Context: an optimization exercise on an open-source flow, tuned for small area, a short achievable clock period and few clock cycles per item. The choices shown serve that exercise and are no tape-out recipe.
The RTL was checked by simulation tests, not by an equivalence proof against the original design.

File: flow/run.sh
#!/bin/bash
# synth_recipe.tcl (not shown) runs the flow's synth.tcl, then flattens the netlist and writes it again
# the make line also repeats each setting of config.mk as NAME=value (left out here)
make -C /OpenROAD-flow-scripts/flow DESIGN_CONFIG=/design/flow/config.mk WORK_HOME=/design/flow/orfs CLKGATE_MAP_FILE= SYNTH_SCRIPT=/design/flow/synth_recipe.tcl finish
File: flow/config.mk
export PLATFORM = sky130hd
export DESIGN_NAME = damask_px
export DESIGN_NICKNAME = damask_px
export VERILOG_FILES = /design/flow/design.v
export SDC_FILE = /design/flow/constraint.sdc
export NUM_CORES = 4
export LEC_CHECK = 0
export CAP_MARGIN = 20
export CORE_MARGIN = 2
export CORE_UTILIZATION = 40
export SLEW_MARGIN = 20
File: flow/constraint.sdc
create_clock -name core_clock -period 18.0 [get_ports {clk}]
set_input_delay 3.6000 -clock core_clock [delete_from_list [all_inputs] [get_ports {clk}]]
set_output_delay 3.6000 -clock core_clock [all_outputs]
set_load 0.01 [all_outputs]
File: flow/design.v
module damask_px (
    input  wire         clk,
    input  wire         rst,         
    input  wire         start,       
    input  wire [47:0]  l16,         
    input  wire [15:0]  seam,        
    input  wire [15:0]  lscale,      
    input  wire [191:0] m,           
    input  wire [47:0]  ug,          
    input  wire [47:0]  uo,          
    input  wire [143:0] c_mat,       
    input  wire [47:0]  ga,          
    input  wire [23:0]  lgo,         
    input  wire [11:0]  cls,         
    input  wire [2:0]   pfl,         
    input  wire         dark,        
    input  wire         lowg_en,
    input  wire         dither_en,
    input  wire [1:0]   pos_u,       
    input  wire [1:0]   pos_v,       
    output reg          lg_rd,       
    output reg  [3:0]   lg_cls,      
    output reg  [5:0]   lg_idx,      
    input  wire [15:0]  lg_data,     
    output reg          done,        
    output reg  [47:0]  code,        
    output reg  [2:0]   clip         
);
    localparam [3:0] S_IDLE = 4'd0,
                     S_G    = 4'd1,
                     S_X    = 4'd2,
                     S_D    = 4'd3,
                     S_E    = 4'd4,
                     S_H    = 4'd5,
                     S_Q    = 4'd6,
                     S_LG0  = 4'd7,
                     S_LG1  = 4'd8,
                     S_LG2  = 4'd9,
                     S_LG3  = 4'd10,
                     S_LG4  = 4'd11,
                     S_OUT  = 4'd12;
    localparam signed [47:0] QMAX = 48'sd1048560;
    reg [3:0]  state;
    reg [1:0]  li;           
    reg [1:0]  lj;           
    reg [16:0]        g;     
    reg [17:0]        x0, x1, x2;
    reg signed [20:0] d0, d1, d2;
    reg signed [20:0] e0, e1, e2;
    reg signed [20:0] h0, h1, h2;
    reg [19:0]        q0, q1, q2;
    reg [19:0]        r0, r1, r2;
    reg signed [47:0] acc;
    function [15:0] sel16x3;
        input [47:0] v;
        input [1:0]  i;
        sel16x3 = v[16*i +: 16];
    endfunction
    wire [15:0] m_ij  = m[16*(4*li + lj) +: 16];
    wire [15:0] m_i3  = m[16*(4*li + 3) +: 16];
    wire [15:0] c_ij  = c_mat[16*(3*li + lj) +: 16];
    wire [15:0] l16_i = sel16x3(l16, li);
    wire [15:0] ug_i  = sel16x3(ug, li);
    wire [15:0] uo_i  = sel16x3(uo, li);
    wire [15:0] ga_i  = sel16x3(ga, li);
    wire [7:0]  lgo_i = lgo[8*li +: 8];
    wire [3:0]  cls_i = cls[4*li +: 4];
    reg [17:0]        x_j;
    reg signed [20:0] d_i, e_j, h_i;
    reg [19:0]        q_i;
    always @(*) begin
        case (lj)
            2'd0:    begin x_j = x0; e_j = e0; end
            2'd1:    begin x_j = x1; e_j = e1; end
            default: begin x_j = x2; e_j = e2; end
        endcase
        case (li)
            2'd0:    begin d_i = d0; h_i = h0; q_i = q0; end
            2'd1:    begin d_i = d1; h_i = h1; q_i = q1; end
            default: begin d_i = d2; h_i = h2; q_i = q2; end
        endcase
    end
    reg signed [21:0] mul_a;
    reg signed [17:0] mul_b;
    wire signed [39:0] prod = mul_a * mul_b;
    always @(*) begin
        mul_a = 22'sd0;
        mul_b = 18'sd0;
        case (state)
            S_G: begin
                mul_a = $signed({6'd0, seam});
                mul_b = $signed({2'd0, lscale});
            end
            S_X: begin
                mul_a = $signed({6'd0, l16_i});
                mul_b = $signed({1'b0, g});
            end
            S_D: begin
                mul_a = $signed({4'd0, x_j});
                mul_b = {{2{m_ij[15]}}, m_ij};
            end
            S_E: begin
                mul_a = {d_i[20], d_i};
                mul_b = $signed({2'd0, ug_i});
            end
            S_H: begin
                mul_a = {e_j[20], e_j};
                mul_b = {{2{c_ij[15]}}, c_ij};
            end
            S_Q: begin
                mul_a = {h_i[20], h_i};
                mul_b = $signed({2'd0, ga_i});
            end
            S_LG2: begin     
                mul_a = $signed({6'd0, lg_data});
                mul_b = $signed({8'd0, 10'd512 - {1'b0, q_i[8:0]}});
            end
            S_LG3: begin     
                mul_a = $signed({6'd0, lg_data});
                mul_b = $signed({9'd0, q_i[8:0]});
            end
            S_LG4: begin     
                mul_a = $signed({6'd0, 16'd16384 - q_i[15:0]});
                mul_b = {{10{lgo_i[7]}}, lgo_i};
            end
            default: ;
        endcase
    end
    wire signed [47:0] prod_w = {{8{prod[39]}}, prod};
    function signed [20:0] sat20;
        input signed [47:0] v;
        if (v > 48'sd1048575)
            sat20 = 21'sd1048575;
        else if (v < -48'sd1048576)
            sat20 = -21'sd1048576;
        else
            sat20 = v[20:0];
    endfunction
    function [19:0] clampq;
        input signed [47:0] v;
        if (v < 48'sd0)
            clampq = 20'd0;
        else if (v > QMAX)
            clampq = QMAX[19:0];
        else
            clampq = v[19:0];
    endfunction
    function [3:0] dither_t;
        input [1:0] row;
        input [1:0] col;
        case ({row, col})
            4'h0: dither_t = 4'd0;   4'h1: dither_t = 4'd8;
            4'h2: dither_t = 4'd2;   4'h3: dither_t = 4'd10;
            4'h4: dither_t = 4'd12;  4'h5: dither_t = 4'd4;
            4'h6: dither_t = 4'd14;  4'h7: dither_t = 4'd6;
            4'h8: dither_t = 4'd3;   4'h9: dither_t = 4'd11;
            4'hA: dither_t = 4'd1;   4'hB: dither_t = 4'd9;
            4'hC: dither_t = 4'd15;  4'hD: dither_t = 4'd7;
            4'hE: dither_t = 4'd13;  default: dither_t = 4'd5;
        endcase
    endfunction
    function [15:0] final_code;
        input [19:0] r;
        input [1:0]  row;
        input [1:0]  col;
        input        en;
        input        off;
        reg   [20:0] s;
        begin
            s = {1'b0, r} + (en ? {17'd0, dither_t(row, col)} : 21'd8);
            if (off)
                final_code = 16'd0;
            else if (s[20:4] > 17'd65535)
                final_code = 16'hFFFF;
            else
                final_code = s[19:4];
        end
    endfunction
    wire lg_needed = lowg_en && (q_i != 20'd0) && (q_i < 20'd16384);
    wire signed [47:0] g_full  = (prod_w + 48'sd16384) >>> 15;
    wire signed [47:0] x_full  = (prod_w + 48'sd8192) >>> 14;
    wire signed [47:0] m3_w    = $signed({{16{m_i3[15]}}, m_i3, 16'd0});
    wire signed [47:0] uo_w    = $signed({{32{uo_i[15]}}, uo_i});
    wire signed [47:0] d_full  = (acc + prod_w + m3_w + 48'sd4096) >>> 13;
    wire signed [47:0] e_full  = ((prod_w + 48'sd16384) >>> 15) + uo_w;
    wire signed [47:0] h_full  = (acc + prod_w + 48'sd4096) >>> 13;
    wire signed [47:0] q_full  = (prod_w + 48'sd512) >>> 10;
    wire signed [47:0] y_full  = ((acc + 48'sd256) >>> 9)
                                 + ((prod_w + 48'sd8192) >>> 14);
    always @(posedge clk) begin
        if (rst) begin
            state  <= S_IDLE;
            li     <= 2'd0;
            lj     <= 2'd0;
            done   <= 1'b0;
            lg_rd  <= 1'b0;
            lg_cls <= 4'd0;
            lg_idx <= 6'd0;
        end else begin
            done  <= 1'b0;
            lg_rd <= 1'b0;
            case (state)
                S_IDLE: begin
                    if (start)
                        state <= S_G;
                end
                S_G: begin
                    g     <= g_full[16:0];
                    li    <= 2'd0;
                    state <= S_X;
                end
                S_X: begin
                    case (li)
                        2'd0:    x0 <= (x_full > 48'sd262143) ? 18'h3FFFF : x_full[17:0];
                        2'd1:    x1 <= (x_full > 48'sd262143) ? 18'h3FFFF : x_full[17:0];
                        default: x2 <= (x_full > 48'sd262143) ? 18'h3FFFF : x_full[17:0];
                    endcase
                    if (li == 2'd2) begin
                        li    <= 2'd0;
                        lj    <= 2'd0;
                        state <= S_D;
                    end else
                        li <= li + 2'd1;
                end
                S_D: begin
                    if (lj == 2'd0)
                        acc <= prod_w;
                    else
                        acc <= acc + prod_w;
                    if (lj == 2'd2) begin
                        case (li)
                            2'd0:    d0 <= sat20(d_full);
                            2'd1:    d1 <= sat20(d_full);
                            default: d2 <= sat20(d_full);
                        endcase
                        lj <= 2'd0;
                        if (li == 2'd2) begin
                            li    <= 2'd0;
                            state <= S_E;
                        end else
                            li <= li + 2'd1;
                    end else
                        lj <= lj + 2'd1;
                end
                S_E: begin
                    case (li)
                        2'd0:    e0 <= sat20(e_full);
                        2'd1:    e1 <= sat20(e_full);
                        default: e2 <= sat20(e_full);
                    endcase
                    if (li == 2'd2) begin
                        li    <= 2'd0;
                        lj    <= 2'd0;
                        state <= S_H;
                    end else
                        li <= li + 2'd1;
                end
                S_H: begin
                    if (lj == 2'd0)
                        acc <= prod_w;
                    else
                        acc <= acc + prod_w;
                    if (lj == 2'd2) begin
                        case (li)
                            2'd0:    h0 <= sat20(h_full);
                            2'd1:    h1 <= sat20(h_full);
                            default: h2 <= sat20(h_full);
                        endcase
                        lj <= 2'd0;
                        if (li == 2'd2) begin
                            li    <= 2'd0;
                            state <= S_Q;
                        end else
                            li <= li + 2'd1;
                    end else
                        lj <= lj + 2'd1;
                end
                S_Q: begin
                    case (li)
                        2'd0: begin q0 <= clampq(q_full); clip[0] <= (q_full >= QMAX); end
                        2'd1: begin q1 <= clampq(q_full); clip[1] <= (q_full >= QMAX); end
                        default: begin q2 <= clampq(q_full); clip[2] <= (q_full >= QMAX); end
                    endcase
                    if (li == 2'd2) begin
                        li    <= 2'd0;
                        state <= S_LG0;
                    end else
                        li <= li + 2'd1;
                end
                S_LG0: begin
                    if (lg_needed) begin
                        lg_rd  <= 1'b1;
                        lg_cls <= cls_i;
                        lg_idx <= {1'b0, q_i[13:9]};
                        state  <= S_LG1;
                    end else begin
                        case (li)
                            2'd0:    r0 <= q0;
                            2'd1:    r1 <= q1;
                            default: r2 <= q2;
                        endcase
                        if (li == 2'd2)
                            state <= S_OUT;
                        else
                            li <= li + 2'd1;
                    end
                end
                S_LG1: begin
                    lg_rd  <= 1'b1;
                    lg_idx <= {1'b0, q_i[13:9]} + 6'd1;
                    state  <= S_LG2;
                end
                S_LG2: begin
                    acc   <= prod_w;
                    state <= S_LG3;
                end
                S_LG3: begin
                    acc   <= acc + prod_w;
                    state <= S_LG4;
                end
                S_LG4: begin
                    case (li)
                        2'd0:    r0 <= clampq(y_full);
                        2'd1:    r1 <= clampq(y_full);
                        default: r2 <= clampq(y_full);
                    endcase
                    if (li == 2'd2)
                        state <= S_OUT;
                    else begin
                        li    <= li + 2'd1;
                        state <= S_LG0;
                    end
                end
                S_OUT: begin
                    code[15:0]  <= final_code(r0, pos_v,        pos_u,        dither_en, pfl[0] | dark);
                    code[31:16] <= final_code(r1, pos_v + 2'd1, pos_u + 2'd2, dither_en, pfl[1] | dark);
                    code[47:32] <= final_code(r2, pos_v + 2'd2, pos_u + 2'd1, dither_en, pfl[2] | dark);
                    done        <= 1'b1;
                    state       <= S_IDLE;
                end
                default: state <= S_IDLE;
            endcase
        end
    end
endmodule
==> results.sh <==
export IMPL_status="finished clean"
export IMPL_yosysTopAreaCellShare_pct=27.7
export IMPL_synth_top_cells_by_area="edfxtp_1 28%, fa_1 15%, ha_1 6.3%, nand2_1 4.4%, a21oi_1 4.2%"
export IMPL_grt_remaining_overflow=0
export IMPL_core_area_um2=129000
export IMPL_finalMaxSlewViolations=0
export IMPL_finalSetupViolations=0
export IMPL_antenna_found_initial=72
export IMPL_tightest_slew_ps=1220
export IMPL_slew_headroom_pct=18.6
export IMPL_syn_instance_count=5573
export IMPL_portBuffers=687
export IMPL_cts_root_buffer="clkbuf_16"
export IMPL_cp_arrival_ps=17890
export IMPL_top_regs="acc (48), code (48)"
export IMPL_ctsResizeCount=0
export IMPL_hpwl_um=223000
export IMPL_synth_top_area_cell="edfxtp_1"
export IMPL_yosysUniqueCellTypes=103
export IMPL_yosys_warnings=1
export IMPL_viasPerCell=5.89
export IMPL_grt_pass1_wl_um=366000
export IMPL_critical_path_class="primary input to register"
export IMPL_clkSinkCount=499
export IMPL_rsz0062_at_grt="false"
export IMPL_cts_tree="yes"
export IMPL_postCtsSetupBuffers=0
export IMPL_crit_top_cell="fa_1"
export IMPL_die_area_um2=133000
export IMPL_seq_area_frac_synth_pct=28.5
export IMPL_grt_util_all_layers_pct=39.4
export IMPL_synthesis_nets=6847
export IMPL_hold_buffers=0
export IMPL_finalWeightedCongestion=1.06
export IMPL_die_h_um=364
export IMPL_nFillCells=12100
export IMPL_num_rows=132
export IMPL_crit_path_top_delay_cell="clkdlybuf4s50_1"
export IMPL_maxCapViolCount=0
export IMPL_post_route_util_pct=50.7
export IMPL_vias=48900
export IMPL_fin_skew_ps=71.2
export IMPL_critPathMaxStageDelay_ps=730
export IMPL_synth_area_um2=51900
export IMPL_post_drt_wl_per_cell_um=31.9
export IMPL_drc=0
export IMPL_nNetsFinal=7759
export IMPL_postSynth_asyncResetShare_pct=0
export IMPL_initialDrtViolationCount=5864
export IMPL_worstPathMaxFanout=16
export IMPL_min_period_ps=17400
export IMPL_die_w_um=364
export IMPL_hp_class="register to register"
export IMPL_drt_total_wl_um=265000
export IMPL_final_area_um2=65500
export IMPL_startpoint_type="primary input"
export IMPL_worstPathRequired_ps=18490
export IMPL_dpl_cell_area_um2=63500
export IMPL_clk_pin_slew_ps=60
export IMPL_final_setup_tns_ps=0
export IMPL_numCtsBuffers=55
export IMPL_clk_latency_ps=690
export IMPL_grt_pass1_vias=47900
export IMPL_drive_above_1_share_pct=11.5
export IMPL_dr_pass1_iters=6
export IMPL_clockBufferDepth=3
export IMPL_start_util_pct=40.2
export IMPL_grt_max_degree=72
export IMPL_period_share_pct=96.7
export IMPL_fmax_ghz=0.0575
export IMPL_areaGrowthSynthToFinish_pct=26.2
export IMPL_ios=688
export IMPL_ant_nets=0
export IMPL_synth_avg_cell_area_um2=9.31
export IMPL_synth_edf_count=479
export IMPL_htreeDepth=2
export IMPL_crit_path_end_kind="register"
export IMPL_hold_violations=0
export IMPL_ys_ff_latch=499
export IMPL_synth_flop_cell="edfxtp_1"
## synthesized netlist by cell type, types with 62 or more instances
library cell / count
mux4_2: 92
xnor2_1: 228
ha_1: 261
nor2_1: 451
edfxtp_1: 479
fa_1: 388
nor3_1: 86
a21o_1: 106
a22oi_1: 62
a21oi_1: 439
o21ai_0: 231
nand3_1: 118
clkbuf_1: 210
and3_1: 68
xor2_1: 111
nand2_1: 613
inv_1: 582
mux2i_1: 139
## worst max-delay path: cells and delay by family
family	cells	cell delay [ps]
compound gates	22	5400
mux	2	850
buf+inv	11	2040
fa+ha+maj	9	4220
simple gates	9	1260
xor+xnor	2	480
## layout by cell type (no fill, tap or decap), types with 43 or more instances in the layout
cell type and count:
clkdlybuf4s50_1 687, nand2_1 612, inv_1 582, edfxtp_1 479, a21oi_1 437, nor2_1 432, buf_4 428, fa_1 388
ha_1 258, xnor2_1 227, o21ai_0 224, mux2i_1 139, nand3_1 117, xor2_1 111, a21o_1 106, mux4_2 92
nor3_1 83, and3_1 68, a22oi_1 62, o211ai_1 61, nand2b_1 60, clkbuf_16 55, nor2b_1 53, and2_1 51
nand4_1 43
## worst paths after layout
kind                                              from                endpoint  slack [ps]  cells past startpoint
worst max-delay path                            m[135]        d2[11]$_DFFE_PP_         600                     55
worst min-delay path            lg_idx[0]$_SDFFE_PP0P_  lg_idx[0]$_SDFFE_PP0P_         460                      2
worst max register to register      li[0]$_SDFFE_PP0P_        d2[11]$_DFFE_PP_        1290                     60
worst min register to register  lg_idx[0]$_SDFFE_PP0P_  lg_idx[0]$_SDFFE_PP0P_         460                      2
## cell families after synthesis
| group | after synthesis | share of synthesized area (%) |
|---|---|---|
| AO/OA/AOI/OAI | 1286 | 15.9 |
| XOR/XNOR | 341 | 5.79 |
| adder cells (fa/ha/maj) | 650 | 21.3 |
| buffers and inverters | 861 | 6.36 |
| flip-flops | 499 | 28.5 |
| multiplexers | 251 | 7.11 |
| AND/OR/NAND/NOR | 1685 | 15.1 |
## cell type report
type	instances	area [µm²]	share of cell area, %
antenna	28	70.1	0.107
clock buffer	67	1420	2.17
clock inverter	31	434	0.663
inverter	588	2210	3.37
multi-input combinational	4213	34000	52.0
sequential	499	14800	22.6
tap	1742	2180	3.33
timing repair buffer	1128	10300	15.8
## metrics by stage
| stage | std cells | hold slack [ps] | setup slack [ps] |
|---|---|---|---|
| floorplan | 5573 | 476 | 1580 |
| global placement | 8167 | 451 | 327 |
| detailed placement | 8170 | 457 | 341 |
| CTS | 8268 | 466 | 980 |
| global route | 8292 | 494 | 6.26 |
| finish | 8296 | 463 | 596 |
## layer usage
layer / wire, µm / vias up / global-route usage, % / part of all wire, %
li1: - / 21400 / - / -
met1: 110000 / 24400 / 53.3 / 41
met2: 115000 / 2625 / 60.0 / 43
met3: 24500 / 444 / 7.48 / 9.2
met4: 15800 / 8 / 20.3 / 6.0
met5: 57 / - / 0 / 0.022
Testbench counts, summed over its fixed seeds: cycles 331,404, pixels 9,600.

-- afterwards: timing with drivers on the ports --
Ports are ideal in the flow. The routed layout listed here was re-timed in OpenROAD.
Step 1: set_driving_cell puts a clkbuf_16 on clk and a buf_2 on each other input, an assumption about the parent block.
Step 2, shift: input delay + t, output delay - t, t = (earliest + latest rising clock arrival at the registers) / 2. This alone moves slack from input paths to output paths.
Slacks: ideal / step 1 / step 2; pairs: ideal / step 1.
shift t [ns]: 0.749
slack for setup (ns): 0.596 / 0.647 / -0.102
worst setup path at the end: input to register
slew at the worst register clock pin (ns): 0.08 / 0.08
worst data-port slew with drivers (ns): 0.26
Met with ideal ports but missed after step 2: setup timing in this run. The setup slack of this run moves by +0.051 ns with the drivers and by -0.698 ns with both steps.
